This design comes from an exercise in tuning for small area on the open sky130 flow, not from production work.
Function was checked by simulation only, so behaviour that the tests miss may differ from the original.
Power and IR drop assume default switching activity.

Setup of JK:
==> flow/design.v (excerpt) <==
module pwm3 (
    input  wire        clk,
    input  wire        rst,         
    input  wire        out_en,
    input  wire [3:0]  port_id,     
    input  wire [14:0] half,        
    input  wire [3:0]  dither,      
    input  wire [10:0] dead,        
    input  wire [15:0] duty_u,
    input  wire [15:0] duty_v,
    input  wire [15:0] duty_w,
    input  wire        trip_n,
    output wire        at_valley,
    output wire        at_peak,
    output wire [5:0]  gates,       
    output reg         hw_trip
);
Settings: LEC_CHECK=0, ABC_AREA=1, CAP_MARGIN=20, CORE_MARGIN=2, CORE_UTILIZATION=60, CTS_BUF_LIST=sky130_fd_sc_hd__clkbuf_8, CTS_CLUSTER_DIAMETER=60, CTS_CLUSTER_SIZE=14, PLACE_DENSITY=0.7, SLEW_MARGIN=20; clock period 50.0 ns.
run.sh (not shown) runs the stock make flow with config.mk's settings and CLKGATE_MAP_FILE= SYNTH_SCRIPT=/design/flow/synth_recipe.tcl, a recipe that flattens the netlist after the stock synthesis.
JK | stages: all done | timing, DRC, antenna: all pass
#### Input delta (MS over JK)
diff --git a/flow/design.v b/flow/design.v
--- a/flow/design.v
+++ b/flow/design.v
@@ -1,84 +1,85 @@
 module pwm_dither (
     input  wire        clk,
     input  wire        run,
     input  wire [14:0] half,       
     input  wire [3:0]  dither,     
     input  wire [3:0]  port_id,
     input  wire [15:0] count,      
     input  wire [3:0]  cm1,        
     input  wire        down,       
     input  wire        ext,        
     input  wire        win,        
-    input  wire        step,       
     output reg         first,      
     output wire        hbit        
 );
     reg  [15:0] lfsr;
-    reg  [12:0] range;             
+    reg  [12:0] nrange;            
     reg  [13:0] r;                 
     reg         ca, cb;            
     wire [3:0]  idx = ~(down ? cm1 : count[3:0]);
     wire [15:0] h16 = {1'b0, half};
-    wire [15:0] r16 = {3'b000, range};
+    wire [15:0] nr16 = {3'b111, nrange};
     wire        hb  = h16[idx];
-    wire        rb  = r16[idx];
-    wire        lb  = lfsr[idx];
+    wire        nrb = nr16[idx];
+    wire        lb  = lfsr[15];       
     wire        lo  = (count[15:4] == 12'd0);
     wire        hi  = (count[15:4] == 12'd1);
     wire [7:0]  t     = {r[6:0], 1'b0} + (hb ? {4'd0, dither} : 8'd0);
     wire        ge200 = (t >= 8'd200);
     wire        ge100 = (t >= 8'd100);
     wire [7:0]  t_red = ge200 ? t - 8'd200 : (ge100 ? t - 8'd100 : t);
-    wire [11:0] r_inc = range[11:0] + {11'd0, ge200};
+    wire [11:0] nr_dec = nrange[11:0] - {11'd0, ge200};
     wire [14:0] t2 = {r, lb};
-    wire [14:0] sb = {1'b1, ~range, 1'b0};
+    wire [14:0] sb = {1'b1, nrange, 1'b0};
     wire [15:0] bw;
     wire [14:0] df;
     assign bw[0] = 1'b1;
     genvar i;
     generate
         for (i = 0; i < 15; i = i + 1) begin : g_sub
             assign df[i]   = t2[i] ^ sb[i] ^ bw[i];
             assign bw[i+1] = (t2[i] & sb[i]) | (bw[i] & (t2[i] ^ sb[i]));
         end
     endgenerate
     wire [13:0] r_stp = bw[15] ? df[13:0] : t2[13:0];
     wire        r_en  = first ? hi : lo;
     wire        s1  = hb ^ r[0] ^ ca;
     wire        ca1 = (hb & r[0]) | (ca & (hb ^ r[0]));
-    assign      hbit = s1 ^ ~rb ^ cb;
-    wire        cb1 = (s1 & ~rb) | (cb & (s1 ^ ~rb));
+    assign      hbit = s1 ^ nrb ^ cb;
+    wire        cb1 = (s1 & nrb) | (cb & (s1 ^ nrb));
     always @(posedge clk) begin
         if (!run)
             r <= 14'd0;
         else if (down ? win : (r_en || (first && lo)))
             r <= down ? {1'b0, r[13:1]} :
                  (r_en ? r_stp : {7'd0, t_red[6:0] & {7{count[3:0] != 4'd15}}});
         if (ext) begin
             ca <= 1'b0;
             cb <= 1'b1;
         end else if (win) begin
             ca <= ca1;
             cb <= cb1;
         end
         if (!run) begin
             lfsr  <= 16'hACE1 ^ {12'd0, port_id};
-            range <= 13'd0;
+            nrange <= 13'h1FFF;
             first <= 1'b1;
         end else begin
-            if (step)
-                lfsr <= {lfsr[0] ^ lfsr[2] ^ lfsr[3] ^ lfsr[5], lfsr[15:1]};
+            if (r_en && !down)
+                lfsr <= (count[3:0] == 4'd15) ?
+                        {lfsr[15] ^ lfsr[1] ^ lfsr[2] ^ lfsr[4], lfsr[14:0]} :
+                        {lfsr[14:0], lfsr[15]};
             if (first && lo) begin
-                range <= {r_inc, ge100 && !ge200};
+                nrange <= {nr_dec, !(ge100 && !ge200)};
             end
             if (down)
                 first <= 1'b0;
         end
     end
 endmodule
 module pwm_leg (
     input  wire        clk,
     input  wire        ext,        
     input  wire        down,       
     input  wire        first,      
     input  wire        win,        
@@ -110,30 +111,39 @@
         if (ext)
             d <= duty;
         acc <= acc_d;
         if (ld)
             thr <= acc_d;
     end
     wire        eq = (count == thr);
     reg         eq_r;
     reg         last_up;
     wire        up = down ? (ext || (last_up && !eq_r))
                           : (!first && (eq || (last_up && !ext)));
     reg  [10:0] q;
-    wire        qz   = (q == 11'd0);
+    wire [11:0] qb;
+    wire [10:0] q_dec;
+    assign qb[0] = 1'b1;
+    generate
+        for (i = 0; i < 11; i = i + 1) begin : g_dec
+            assign q_dec[i] = q[i] ^ (qb[i] & !qb[11]);
+            assign qb[i+1]  = qb[i] & !q[i];
+        end
+    endgenerate
+    wire        qz   = qb[11];
     wire        same = !fresh && (up == last_up);
     always @(posedge clk) begin
         eq_r    <= eq;
         last_up <= up;
-        q       <= !same ? dead : (qz ? q : q - 11'd1);
+        q       <= !same ? dead : q_dec;
     end
     assign gate_h = !fresh && qz && last_up;
     assign gate_l = !fresh && qz && !last_up;
 endmodule
 module pwm3 (
     input  wire        clk,
     input  wire        rst,         
     input  wire        out_en,
     input  wire [3:0]  port_id,     
     input  wire [14:0] half,        
     input  wire [3:0]  dither,      
     input  wire [10:0] dead,        
@@ -165,25 +175,25 @@
             assign tog[i+1]   = tog[i] & (count[i] ^ down);
         end
     endgenerate
     wire [3:0]  cm1 = count[3:0] - 4'd1;
     wire        win = (count[15:5] == 11'd0) &&
                       (count[4] ? (count[3:0] == 4'd0) : (count[3:0] != 4'd0));
     wire        last = down ? (count == 16'd1) : (!win && count_n == hp);
     wire        first;             
     wire        hbit;              
     pwm_dither u_dither (
         .clk(clk), .run(run), .half(half), .dither(dither), .port_id(port_id),
         .count(count), .cm1(cm1), .down(down), .ext(ext), .win(win),
-        .step(last && down), .first(first), .hbit(hbit)
+        .first(first), .hbit(hbit)
     );
     wire        hb = down ? hbit : hp[0];
     always @(posedge clk) begin
         if (!run) begin
             count <= 16'd0;
             down  <= 1'b0;
             ext   <= 1'b1;
             hp    <= {1'b0, half};
         end else begin
             count <= count_n;
             ext   <= last;
             if (last) down <= !down;
==> comparison <==
MS vs JK, total via count in the routed design went down by 139.
From JK to MS, well-tap cell count did not move at all.
Changes observed in MS relative to JK: clock latency on the worst-skew pair rose by 20 ps; number of remaining DRC errors flat; hold slack has increased; total power density per cell area went up by about 8%.
For the final critical-path setup slack, MS came in 3.6 ps lower than JK did.
MS and JK ended up with nearly the same share of the cycle needed by the critical path after routing.
Min routing usage on met1 across MS and JK: MS
In the flow results for MS and JK, the clock period minus worst slack is smaller on JK.

[separate check: timing with driven ports]
In the flow no input, the clock included, has a driving cell. The finished layouts below were timed again as built, in two steps.
Step 1: set_driving_cell puts a clkbuf_16 on clk and a buf_2 on each other input, an assumption about the parent block.
Step 2 also shifts input and output timing later by t, the mid clock arrival at the registers, as if the neighbouring blocks saw the same clock.
Slacks: ideal ports / drivers / drivers and shift; pairs: ideal ports / drivers.
run | t, ns | setup slack, ns | worst setup path at the end | worst register clock-pin slew, ns
JK | 0.602 | 28.206 / 28.180 / 28.180 | input to output | 0.10 / 0.10
MS | 0.619 | 28.203 / 28.179 / 28.179 | input to output | 0.09 / 0.09
After both steps every run listed still meets setup and hold. The setup slack of JK, which loses most, moves by -0.026 ns with the drivers and by -0.026 ns with both steps.
